What follows belongs to an exercise in optimizing a design on an open flow for small area, a short achievable clock period and few clock cycles; a production flow would make more cautious choices.
In this exercise RTL edits were held to simulation tests only and were not proved equivalent to the original.

## flow/design.v (module list and top-level ports; edited modules follow where they fit)
// module chk_engine: 1675 lines
module chk_engine (
    input  wire         clk,
    input  wire         rst,             
    input  wire         job_valid,
    output wire         job_ready,
    input  wire         job_start,
    input  wire         job_fold,
    input  wire         job_finish,
    input  wire         job_compare,
    input  wire [1:0]   job_alg,
    input  wire [63:0]  job_fold_a,
    input  wire [31:0]  job_fold_s,
    input  wire [63:0]  job_expect,
    input  wire         in_valid,
    output wire         in_ready,
    input  wire [127:0] in_data,
    input  wire [4:0]   in_nbytes,
    input  wire         in_last,
    output wire         res_valid,
    input  wire         res_ready,
    output wire [63:0]  res_value,
    output wire         res_mismatch,
    output wire         res_finish,
    input  wire         ctx_wr,
    input  wire [1:0]   ctx_wr_alg,
    input  wire [63:0]  ctx_wr_run,
    input  wire         ctx_clr_ignored,
    output wire [1:0]   ctx_alg,
    output wire [63:0]  ctx_run,
    output wire         ctx_busy,
    output wire         ctx_write_ignored
);
  // ...
==> flow/flow/run.sh <==
#!/bin/bash
# The standard layout (standard.sh), with ORFS's timing repair after clock-tree
# synthesis and global routing asked to leave 27.5 ns of setup slack at the design's
# 36 ns clock, that is to aim at an 8.5 ns clock, instead of none. The constraints,
# the clock and every other step are the standard flow's. make's own output goes to
# flow_make.log; each ORFS step writes its own log under orfs/logs/.
set -o pipefail
bash standard.sh finish SETUP_SLACK_MARGIN=27.5 > flow_make.log 2>&1
==> flow/standard.sh <==
#!/bin/bash
# synth_recipe.tcl (not shown) runs the flow's synth.tcl, then flattens the netlist and writes it again
# the make line also repeats each setting of config.mk as NAME=value (left out here)
make -C /OpenROAD-flow-scripts/flow DESIGN_CONFIG=/design/flow/config.mk WORK_HOME=/design/flow/orfs CLKGATE_MAP_FILE= SYNTH_SCRIPT=/design/flow/synth_recipe.tcl "${@:-finish}"
==> flow/config.mk <==
export PLATFORM = sky130hd
export DESIGN_NAME = chk_engine
export DESIGN_NICKNAME = chk_engine
export VERILOG_FILES = /design/flow/design.v
export SDC_FILE = /design/flow/constraint.sdc
export NUM_CORES = 4
export LEC_CHECK = 0
export CAP_MARGIN = 20
export CORE_MARGIN = 2
export CORE_UTILIZATION = 40
export SLEW_MARGIN = 20
==> flow/constraint.sdc <==
create_clock -name core_clock -period 36.0 [get_ports {clk}]
set_input_delay 7.2000 -clock core_clock [delete_from_list [all_inputs] [get_ports {clk}]]
set_output_delay 7.2000 -clock core_clock [all_outputs]
set_load 0.01 [all_outputs]
==> notes.md, run 1 <==
Status
The run stopped with a tool error. The stage where the run ended is global routing. The first error in the log reads "[ERROR GRT-0116] Global routing finished with congestion. Check the congestion regions in the DRC Viewer".

GRT
The global routing stage identified its most utilized layer as met2. Global routing consumed, on the met1 layer, between 70 and 80% of the routing resources. The wire length of the first global-routing pass is 979 mm. The via count of the first global-routing pass is 89.6k.

Clock network
The number of buffers inserted for hold repair after clock tree synthesis is 0. The total CTS buffers is between 50 and 60. The total number of H-tree levels is 2. The count of buffers added by post-CTS timing repair for setup is ~160. The clock root buffer is clkbuf_16.

Placed design
The worst slack after detailed placement is 25.10 ns. After detailed placement, the total cell area comes to about 0.093 mm2. The HPWL after detailed placement is 514 mm.

The final weighted congestion of routability-driven global placement is 1.40. The cell count after placement is 12.0k.

Yosys
Averaged over all synthesized cells, the footprint is 9.22 um2. The share of the synthesized netlist area taken by xor and xnor gates is around 43%. Synthesis produced a netlist whose cell count is 8,833.

For this run, the number of Yosys warnings is 1. The register bit total from synthesis is 497. For this run, the leading register cell type out of synthesis is edfxtp_1. The simple-gate area share of the yosys netlist is between 10% and 20%. Summing the areas of all fa, ha and maj instances in the mapped netlist gives 11.7% of the synthesized area. The cell area that synthesis handed to floorplanning was a little over 0.08 mm2.

By area the synthesized netlist is led by xnor2_1 (27%), fa_1 (11%), edfxtp_1 (10%). By area, the combinational part of the netlist is dominated by XOR/XNOR gates. In the post-synthesis netlist, the cell with the most instances is xnor2_1. The synthesized netlist devotes 11.0% of its cell area to compound gates.

When the netlist entered floorplanning its net count stood at 9,709. The async set-reset flop share out of synthesis is 0%.

Die
The die span in x is 455 um. The number of rows created at floorplan is 165.
Testbench counts, summed over its fixed seeds: cycles 65,516.
==> inputs of run 2 (changes only) <==
--- a/flow/design.v
+++ b/flow/design.v
@@ -1264,57 +1264,67 @@
     end
     localparam integer FD = 8;
     localparam integer NC = 8;
     localparam [2:0] F_IDLE = 3'd0, F_MUL = 3'd1, F_XA = 3'd2, F_DONE = 3'd3;
     reg  [2:0]   fst;
     reg  [1:0]   fstep;
     reg  [5:0]   fcnt;
     reg  [63:0]  fy, facc;
-    reg  [FD-1:0] fdig;               
+    reg  [11:0] fdig;               
     wire        flast = (fcnt == NC - 1);
     wire [1:0]  fstep_n = (fst == F_IDLE) ? 2'd0 : (fst == F_MUL && flast) ? fstep + 2'd1 : fstep;
     wire [5:0]  fcnt_n  = (fst == F_MUL && !flast) ? fcnt + 6'd1 : 6'd0;
-    reg [FD-1:0] fdig_n;
+    reg [11:0] fdig_n;
     always @* begin
         case ({fstep_n, fcnt_n})
-            {2'd0, 6'd0}: fdig_n = 8'd158;
-            {2'd0, 6'd1}: fdig_n = 8'd55;
-            {2'd0, 6'd2}: fdig_n = 8'd121;
-            {2'd0, 6'd3}: fdig_n = 8'd185;
-            {2'd0, 6'd4}: fdig_n = 8'd127;
-            {2'd0, 6'd5}: fdig_n = 8'd74;
-            {2'd0, 6'd6}: fdig_n = 8'd124;
-            {2'd0, 6'd7}: fdig_n = 8'd21;
-            {2'd1, 6'd0}: fdig_n = 8'd191;
-            {2'd1, 6'd1}: fdig_n = 8'd88;
-            {2'd1, 6'd2}: fdig_n = 8'd71;
-            {2'd1, 6'd3}: fdig_n = 8'd109;
-            {2'd1, 6'd4}: fdig_n = 8'd28;
-            {2'd1, 6'd5}: fdig_n = 8'd228;
-            {2'd1, 6'd6}: fdig_n = 8'd229;
-            {2'd1, 6'd7}: fdig_n = 8'd185;
-            {2'd2, 6'd0}: fdig_n = 8'd148;
-            {2'd2, 6'd1}: fdig_n = 8'd208;
-            {2'd2, 6'd2}: fdig_n = 8'd73;
-            {2'd2, 6'd3}: fdig_n = 8'd187;
-            {2'd2, 6'd4}: fdig_n = 8'd19;
-            {2'd2, 6'd5}: fdig_n = 8'd49;
-            {2'd2, 6'd6}: fdig_n = 8'd17;
-            {2'd2, 6'd7}: fdig_n = 8'd235;
-            default: fdig_n = 8'd0;
+            {2'd0, 6'd0}: fdig_n = 12'd3783;
+            {2'd0, 6'd1}: fdig_n = 12'd861;
+            {2'd0, 6'd2}: fdig_n = 12'd1595;
+            {2'd0, 6'd3}: fdig_n = 12'd2617;
+            {2'd0, 6'd4}: fdig_n = 12'd1541;
+            {2'd0, 6'd5}: fdig_n = 12'd623;
+            {2'd0, 6'd6}: fdig_n = 12'd1576;
+            {2'd0, 6'd7}: fdig_n = 12'd73;
+            {2'd1, 6'd0}: fdig_n = 12'd2565;
+            {2'd1, 6'd1}: fdig_n = 12'd760;
+            {2'd1, 6'd2}: fdig_n = 12'd541;
+            {2'd1, 6'd3}: fdig_n = 12'd1897;
+            {2'd1, 6'd4}: fdig_n = 12'd233;
+            {2'd1, 6'd5}: fdig_n = 12'd457;
+            {2'd1, 6'd6}: fdig_n = 12'd459;
+            {2'd1, 6'd7}: fdig_n = 12'd2617;
+            {2'd2, 6'd0}: fdig_n = 12'd3657;
+            {2'd2, 6'd1}: fdig_n = 12'd2624;
+            {2'd2, 6'd2}: fdig_n = 12'd635;
+            {2'd2, 6'd3}: fdig_n = 12'd2605;
+            {2'd2, 6'd4}: fdig_n = 12'd77;
+            {2'd2, 6'd5}: fdig_n = 12'd833;
+            {2'd2, 6'd6}: fdig_n = 12'd67;
+            {2'd2, 6'd7}: fdig_n = 12'd365;
+            default: fdig_n = 12'd0;
         endcase
     end
+    reg  [63:0]  fb_y;
+    reg  [63:0]  fb_r [0:3];
     reg  [63:0]  fcs_s, fcs_c, fcs_r;
     integer fi;
     always @* begin
-        fcs_s = facc << FD;
-        fcs_c = fdig[0] ? fy : 64'd0;
-        for (fi = 1; fi < FD; fi = fi + 1) begin
-            fcs_r = fdig[fi] ? (fy << fi) : 64'd0;
+        fb_y = fdig[1] ? {fy[62:0], 1'b0} : fy;
+        fb_r[0] = ((fb_y & {64{fdig[0]}}) ^ {64{fdig[2]}}) << 0;
+        fb_y = fdig[4] ? {fy[62:0], 1'b0} : fy;
+        fb_r[1] = ((fb_y & {64{fdig[3]}}) ^ {64{fdig[5]}}) << 2;
+        fb_y = fdig[7] ? {fy[62:0], 1'b0} : fy;
+        fb_r[2] = ((fb_y & {64{fdig[6]}}) ^ {64{fdig[8]}}) << 4;
+        fb_y = fdig[10] ? {fy[62:0], 1'b0} : fy;
+        fb_r[3] = ((fb_y & {64{fdig[9]}}) ^ {64{fdig[11]}}) << 6;
+        fcs_s = (facc << FD) | ({63'd0, fdig[2]} << 0) | ({63'd0, fdig[5]} << 2) | ({63'd0, fdig[8]} << 4) | ({63'd0, fdig[11]} << 6);
+        fcs_c = fb_r[0];
+        for (fi = 1; fi < 4; fi = fi + 1) begin
+            fcs_r = fb_r[fi];
             {fcs_s, fcs_c} = {fcs_s ^ fcs_c ^ fcs_r,
                                ((fcs_s & fcs_c) | (fcs_s & fcs_r) | (fcs_c & fcs_r)) << 1};
         end
     end
     wire [63:0] fsum_g0 = fcs_s & fcs_c;
     wire [63:0] fsum_p0 = fcs_s ^ fcs_c;
     wire fsum_gn0 = fsum_g0[1] | (fsum_p0[1] & fsum_g0[0]);
     wire fsum_pn0 = fsum_p0[1] & fsum_p0[0];
==> flow/flow/run.sh (replaced) <==
#!/bin/bash
# The standard layout (standard.sh), with ORFS's timing repair after clock-tree
# synthesis and global routing asked to leave 28 ns of setup slack at the design's
# 36 ns clock, that is to aim at an 8 ns clock, instead of none. The constraints,
# the clock and every other step are the standard flow's. make's own output goes to
# flow_make.log; each ORFS step writes its own log under orfs/logs/.
set -o pipefail
bash standard.sh finish SETUP_SLACK_MARGIN=28 > flow_make.log 2>&1
==> flow/config.mk (replaced) <==
export PLATFORM = sky130hd
export DESIGN_NAME = chk_engine
export DESIGN_NICKNAME = chk_engine
export VERILOG_FILES = /design/flow/design.v
export SDC_FILE = /design/flow/constraint.sdc
export NUM_CORES = 4
export LEC_CHECK = 0
export CAP_MARGIN = 20
export CORE_MARGIN = 2
export CORE_UTILIZATION = 30
export SLEW_MARGIN = 20
==> notes.md, run 2 <==
Finish
For this run, the number of standard cells in the final layout without fillers is approximately 14k. The filler cells instantiated in the layout total 27.4k. The post-route netlist has roughly 22% of its cells at a drive strength greater than 1.

d_data holds more flip-flops than any other register. In the layout the commonest cells are xnor2_1 (2,123), xor2_1 (902), buf_4 (738). The net total in the final layout is between 10k and 15k. Once layout is done, the placed cells without fillers occupy between 0.1 and 0.15 mm2. The area added between synthesis and finish is 28.8%. The number of flip-flops under the largest register name is 128. The utilization of the core after routing is 38.8%.

The leading cell type in the layout, fill and taps excluded is xnor2_1.

Critical path
The master of the slowest instance on the critical path is nor2_1. The delay of the slowest cell on the worst path is between 0.7 and 0.8 ns. Broken down by cell family, the worst path's largest delay share belongs to XOR/XNOR gates. At the worst endpoint, the arrival time is 10.05 ns. The data required time at the worst endpoint is 36.56 ns. The worst-path maximum fanout is 55.

The worst setup path is of the register to register kind. The kind of start point of the critical path is a register. The most prevalent standard cell on the critical path is buf_4.

Counting both buffers and inverters, the worst setup path holds a total of 4. The type of element capturing the critical path is a register. Walking the worst path, the cells encountered are buf_6 -> nand3b_1 -> nor2_1 -> a221oi_1 -> nand4_1 -> buf_4 -> xor2_4 -> buf_4 -> xor2_4 -> buf_4 -> xnor2_4 -> xnor3_1 -> xnor2_2 -> xnor2_1 -> nor2_1 -> o22ai_1 -> o21ai_0 -> mux2i_1 -> o21ai_0 -> xor2_1 -> a21oi_1 -> nand4_1 -> o41a_1.

Clock network
The total CTS buffers came to 61 (was 53). TritonCTS built the clock tree. The maximum number of buffers from clock root to sink came to 3 (unchanged). Clock-pin slew was measured on the worst setup and hold paths at 0.06 ns.

The total number of H-tree levels is 2 (unchanged). The clock root buffer is clkbuf_16 (unchanged). The number of sinks driven by the clock tree is 501 (was 497).

The latest clock arrival within the worst-skew pair is 0.84 ns.

Timing
Setup repair after global routing could not meet its margin everywhere. Timing would allow up to 105 MHz. The transition time at the pin with the least slew margin is 1.44 ns. The number of endpoints failing setup at the final stage is 0. The count of pins over their slew limit is 0.

The total negative setup slack is 0 ns. Setup slack on the critical path of the routed design comes to approximately 27 ns. The worst pin sits at a relative slew slack of 3.55%. The post-route clock skew is approximately 0.10 ns. Counting I/O delays and the setup requirement, the final critical path takes 9.49 ns. The post-route clock period utilization is 26.4%. The final hold violation count is 0. Final hold analysis gives a worst-case slack of 0.425 ns.

Die
The die covers approximately 0.28 mm2. The total I/O pin count came to 510 (unchanged). The region available for standard cell placement spans 0.271 mm2.

The die span in x is 525 um (was 455 um). The number of rows created at floorplan is 191 (was 165). The die outline height is 525 um (was 455 um). The starting utilization of the core area was 30.1% (was 40.2%).

GRT
The first global-routing pass estimated roughly 950 mm of wire. The number of antenna violations at the first check in global routing is 102. The via count of the first global-routing pass is 79.4k. The global router's overall resource usage is 53.9%. Summed over all layers, the global routing overflow is 0. The maximum number of pins on one net before global-route repair is 82.

Yosys
The area share of the leading cell type in the synthesized netlist came to 25.5% (was 27.1%). The cell area after synthesis is 0.0815 mm2 (was 0.0814 mm2). The prevailing post-synth register cell was edfxtp_1 (unchanged). The synthesized instance count is 9,026 (was 8,833). The number of enable flip-flop cells after synthesis is 280 (was 276).

Synth area leaders: xnor2_1 (26%), xor2_1 (11%), edfxtp_1 (10%) (was xnor2_1 (27%), fa_1 (11%), edfxtp_1 (10%)). The share of the yosys chip area belonging to registers is 15.7% (was 15.6%). The async set-reset flop share out of synthesis is 0% (unchanged). The register bit total from synthesis was 501 (was 497). The most numerous cell in the Yosys netlist is xnor2_1 (unchanged).

The number of distinct library cells after synthesis came to 112 (was 131). The count of synthesis-stage warnings from yosys was 2 (was 1). Top cells by count, synth: xnor2_1 (2,377), xor2_1 (1,014), nand2_1 (643) (was xnor2_1 (2,520), xor2_1 (886), nand2_1 (665)).

The post-synthesis average cell area came to 9.03 um2 (was 9.22 um2). The cell taking the most area after synthesis was xnor2_1 (unchanged). The synthesized net count is 9,678 (was 9,709).

Min path
The min-delay analysis places its worst path in the category register to register.

Detailed routing
After detailed routing, the number of remaining DRC violations is 0. The pre-antenna-repair detailed-routing pass consisted of 11 iterations. In this run, the number of DRC markers left after iteration 0 of detailed routing was 17.1k. In this run the remaining antenna-violating nets after routing total 0.

The average wire per cell in the routed design is 56.2 um. For this block, the routed nets add up to ~770 mm of wire. After detailed routing, the number of vias per cell comes to 6.59. Detailed routing inserted a total of 89.9k vias.

Placed design
The cell count after placement is 13.2k (was 12.0k). The total half-perimeter wirelength after legalization and detailed placement was 588 mm (was 514 mm). The placed cell area is 0.0955 mm2 (was 0.0928 mm2). The number of buffers added on ports is 509 (unchanged). The final weighted congestion of routability-driven global placement is 1.23 (was 1.40). The worst slack after detailed placement is 25.29 ns (was 25.10 ns).

Run
Across the run, the number of max-cap violations was 0.

Status
Status: no timing/DRC/antenna violations (was stopped before the end).
==> run 2: changes by cell type after synthesis, moves of 128 or more <==
cell     before   now
fa_1        434   202
mux2_2       45   272
and2_1      260    39
xnor3_1     102   288
xnor2_1    2520  2377
xor2_1      886  1014
==> run 2: metal layers <==
layer | vias to the layer above | share of wire, % | GRT usage (%)
li1 | 32272 | - | -
met1 | 44482 | 34 | 57.1
met2 | 9702 | 37 | 68.7
met3 | 3370 | 16 | 35.5
met4 | 113 | 13 | 52.8
met5 | - | 0.64 | 12.7
==> run 2: what timing repair did <==
action / in CTS / in global routing
cloned: 15 / 2
setup endpoints to repair: 454 / 323
buffers inserted: 181 / 70
hold buffers: 0 / 0
gates resized for setup: 1260 / 269
pin swaps: 52 / 40
==> run 2: logic make-up after synthesis <==
kind of cell / after synthesis / synth area share, %
xor gates and xnor gates: 3745 / 46.0
and+or+nand+nor: 1716 / 9.62
AOI/OAI and AO/OA: 1320 / 11.4
buffers and inverters: 1012 / 4.92
DFF: 501 / 15.7
muxes: 453 / 6.15
adders and majority gates: 279 / 6.14
==> run 2: path summary, 6_finish.rpt <==
kind         startpoint  endpoint  slack [ns]  depth (start not counted)
min reg2reg        jr_o      jr_o        0.42                          1
max reg2reg      d_z[3]     r_mis       26.51                         23
max              d_z[3]     r_mis       26.51                         23
min                jr_o      jr_o        0.42                          1
==> run 2: layout make-up <==
cell class	count	area, um2	area share, %
multi-input combinational	7518	70200	66.9
antenna	77	193	0.184
clock inverter	37	402	0.383
clock buffer	77	1660	1.58
timing repair buffer	1392	13200	12.6
inverter	466	1760	1.67
tap	3570	4470	4.26
sequential	501	13100	12.4
Testbench counts of run 2, summed over its fixed seeds: cycles 65,516.
==> inputs of run 3 (changes only) <==
--- a/flow/config.mk
+++ b/flow/config.mk
@@ -7,5 +7,5 @@
 export LEC_CHECK = 0
-export CAP_MARGIN = 20
+export CAP_MARGIN = 50
 export CORE_MARGIN = 2
 export CORE_UTILIZATION = 30
-export SLEW_MARGIN = 20
+export SLEW_MARGIN = 50
==> notes.md, run 3 <==
Yosys
The share of the yosys chip area belonging to registers was 15.7% (unchanged). The synthesized instance count is 9,026 (unchanged). The synthesized net count came to 9,678 (unchanged).

The prevailing post-synth register cell is edfxtp_1 (unchanged). The async set-reset flop share out of synthesis is 0% (unchanged). The post-synthesis average cell area was 9.03 um2 (unchanged). The area share of the leading cell type in the synthesized netlist is 25.5% (unchanged). Synth area leaders: xnor2_1 (26%), xor2_1 (11%), edfxtp_1 (10%) (unchanged). Top cells by count, synth: xnor2_1 (2,377), xor2_1 (1,014), nand2_1 (643) (unchanged). The cell area after synthesis was 0.0815 mm2 (unchanged). The most numerous cell in the Yosys netlist is xnor2_1 (unchanged). The register bit total from synthesis is 501 (unchanged). The number of enable flip-flop cells after synthesis is 280 (unchanged).

The cell taking the most area after synthesis is xnor2_1 (unchanged). The count of synthesis-stage warnings from yosys is 2 (unchanged). The number of distinct library cells after synthesis was 112 (unchanged).

Detailed routing
The first-pass iteration count of the detailed router is 10 (was 11). The overall routed net length came to 769 mm (was 767 mm). The via density per instance came to 6.65 (was 6.59). The vias after detailed routing is 91.4k (was 89.9k).

The detailed router's first-iteration violation count is 17.5k (was 17.1k). The total DRC errors in the routed layout is 0 (unchanged). The count of nets left with antenna violations after detail routing is 0 (unchanged). The average wire per cell in the routed design is 56.0 um (was 56.2 um).

Die
The die span in x is 525 um (unchanged). The die outline height is 525 um (unchanged). The standard cell core area is 0.271 mm2 (unchanged).

The total I/O pin count came to 510 (unchanged). The floorplan die area is 0.276 mm2 (unchanged). The number of rows created at floorplan came to 191 (unchanged). The starting utilization of the core area is 30.1% (unchanged).

Finish
The number of flip-flops under the largest register name was 128 (unchanged). The fraction of final layout cells with drive strength greater than 1 is 26.3% (was 22.3%). Commonest cells after routing, fill and taps aside: xnor2_1 (1,940), xor2_1 (841), buf_4 (700) (was xnor2_1 (2,123), xor2_1 (902), buf_4 (738)). The filler cell count is 26.9k (was 27.4k). The area used by multi-input combinational logic is 0.0735 mm2 (was 0.0702 mm2). The leading cell type in the layout, fill and taps excluded is xnor2_1 (unchanged). The area added between synthesis and finish is 34.6% (was 28.8%). The register with the highest flop count is d_data (unchanged). The net total in the final layout is 10.7k (was 10.6k). The footprint of the flip-flops and latches is 0.0131 mm2 (about the same).

Timing
The total negative setup slack was 0 ns (unchanged). The minimum clock period came to 8.80 ns (was 9.49 ns). The post-route clock period utilization is 24.4% (was 26.4%). The highest attainable clock frequency came to 114 MHz (was 105 MHz). The final hold violation count was 0 (unchanged). The relative max-transition margin is 38.6% (was 3.55%). The transition time at the pin with the least slew margin is 0.916 ns (was 1.44 ns).

The post-route clock skew was 0.0741 ns (was 0.102 ns). The number of endpoints failing setup at the final stage is 0 (unchanged). RSZ-0062 raised after global routing: yes (unchanged). The count of pins over their slew limit came to 0 (unchanged). The worst slack on hold paths is 0.416 ns (was 0.425 ns).

Clock network
The number of sinks driven by the clock tree is 501 (unchanged). The latest clock arrival within the worst-skew pair is 0.83 ns (was 0.84 ns). The total number of H-tree levels is 2 (unchanged).

The CTS tree is yes (unchanged). The CTS clock-pin slew for the worst setup and hold paths is 0.06 ns (about the same). The maximum number of buffers from clock root to sink is 3 (unchanged). The total CTS buffers is 60 (was 61). The clock root buffer is clkbuf_16 (unchanged).

Placed design
The final weighted congestion of routability-driven global placement is 1.23 (unchanged). The total half-perimeter wirelength after legalization and detailed placement is 590 mm (was 588 mm). The number of buffers added on ports is 509 (unchanged).

Critical path
The arrival time of the worst setup path is 1.60 ns (was 10.05 ns). The worst-path maximum fanout was 1 (was 55). The data required time at the worst endpoint came to 28.80 ns (was 36.56 ns). The reg2reg setup slack was 27.54 ns (was 26.51 ns). The reg-to-reg critical path endpoint was r_mis (unchanged).

The startpoint-to-endpoint class of the critical path is register to output pin (was register to register). The critical path's top delay family was flip-flops (was XOR/XNOR gates). The launch point of the worst reg-to-reg path is d_z[1] (was d_z[3]).

The number of buffers and inverters on the critical path is 1 (was 4). The kind of start point of the critical path is a register (unchanged). The delay of the slowest cell on the worst path is 0.56 ns (was 0.77 ns). The number of cells traversed by the worst register-to-register path came to 20 (was 23).

Chain of cells forming the critical path: buf_2 (was buf_6 -> nand3b_1 -> nor2_1 -> a221oi_1 -> nand4_1 -> buf_4 -> xor2_4 -> buf_4 -> xor2_4 -> buf_4 -> xnor2_4 -> xnor3_1 -> xnor2_2 -> xnor2_1 -> nor2_1 -> o22ai_1 -> o21ai_0 -> mux2i_1 -> o21ai_0 -> xor2_1 -> a21oi_1 -> nand4_1 -> o41a_1). The master of the slowest instance on the critical path is edfxtp_1 (was nor2_1). The type of element capturing the critical path is an output pin (was register). The launch point of the critical path is r_val[60] (was d_z[3]).

GRT
The wire length of the first global-routing pass is 947 mm (about the same). The met1 global-route usage was 57.6% (was 57.1%). The busiest layer in global routing was met2 (unchanged). The global routing usage on met3 is 35.6% (was 35.5%).

The number of antenna violations at the first check in global routing came to 99 (was 102). The global router's overall resource usage was 53.9% (about the same). The via count of the first global-routing pass came to 79.7k (was 79.4k). The maximum number of pins on one net before global-route repair is 82 (unchanged). The sum of overflow across all layers after global routing is 0 (unchanged). The met2 demand-to-capacity share in global routing is 69.1% (was 68.7%).

Min path
The class of the most critical hold timing path is register to register (unchanged). The cell count of the worst hold path is 1 (unchanged). The worst min-delay path startpoint was jr_o (unchanged). The worst-case hold path end point is jr_o (unchanged).

Run
The max-capacitance violation count is 0 (unchanged).

Status
Status: no timing/DRC/antenna violations (unchanged).
run 3: cell counts after synthesis:
No cell type changed its count.
run 3: through the flow:
step / cell area, um2 / instances / util (%) / worst slack (ns)
finish: 110000 / 13744 / 40.6 / 27.20
global route: 110000 / 13658 / 40.5 / 27.23
CTS: 106000 / 13541 / 39.3 / 27.27
detailed placement: 99100 / 13214 / 36.6 / 25.80
global placement: 95300 / 13167 / 35.2 / 25.28
floorplan: 81900 / 9026 / - / 25.98
run 3: final cells by class:
type	instances	area share (%)
antenna	101	0.230
tap	3570	4.07
inverter	466	1.61
clock buffer	82	1.54
timing repair buffer	1479	13.3
clock inverter	32	0.385
sequential	501	11.9
multi-input combinational	7513	66.9
run 3: how the worst max path moves through the flow:
stage / to / slack [ns] / cells after the start
floorplan: fy[0] / 25.98 / 3
global placement: r_mis / 25.28 / 24
detailed placement: fy[36] / 25.80 / 39
CTS: res_value[60] / 27.27 / 1
global route: res_value[60] / 27.23 / 1
finish: res_value[60] / 27.20 / 1
run 3: kinds of logic after synthesis:
kind of cell               count (synthesis)  synth area share [%]
and+or+nand+nor                         1716                  9.62
DFF                                      501                  15.7
buffers and inverters                   1012                  4.92
xor gates and xnor gates                3745                  46.0
muxes                                    453                  6.15
adders and majority gates                279                  6.14
AOI/OAI and AO/OA                       1320                  11.4
run 3: layer usage:
metal / vias to the layer above / share of wire, %
met2: 10232 / 37
met4: 102 / 13
li1: 32482 / -
met5: - / 0.54
met3: 3483 / 16
met1: 45131 / 34
run 3: what timing repair did:
item,CTS,global route
cloned,10,4
buffers inserted,203,83
setup endpoints to repair,374,193
gates resized for setup,1363,274
hold buffers,0,0
pin swaps,71,52

-- what the ideal ports hide --
No port has a modelled driver above. Below, the same layouts with a new extraction and two added sets of constraints. Step 1 (the two cells are an assumption about what drives the block):
set clk [get_ports {clk}]
set_driving_cell -lib_cell sky130_fd_sc_hd__clkbuf_16 $clk
set_driving_cell -lib_cell sky130_fd_sc_hd__buf_2 [delete_from_list [all_inputs] $clk]
Step 2, shift: input delay + t, output delay - t, t = (earliest + latest rising clock arrival at the registers) / 2. This alone moves slack from input paths to output paths. Slacks: no drivers / after step 1 / after step 2; pairs: no drivers / after step 1.
| run | t, ns | slack for setup (ns) | latest minus earliest clock arrival (ns) | slew at the worst register clock pin (ns) | cell pins on the clock port's net |
|---|---|---|---|---|---|
| run 2 | 0.902 | 26.512 / 26.512 / 26.512 | 0.103 / 0.103 | 0.07 / 0.07 | 1 |
| run 3 | 0.913 | 27.198 / 27.081 / 27.146 | 0.082 / 0.082 | 0.07 / 0.07 | 1 |
After both steps every run listed still meets setup and hold. The setup slack of run 3, which loses most, moves by -0.117 ns with the drivers and by -0.052 ns with both steps.
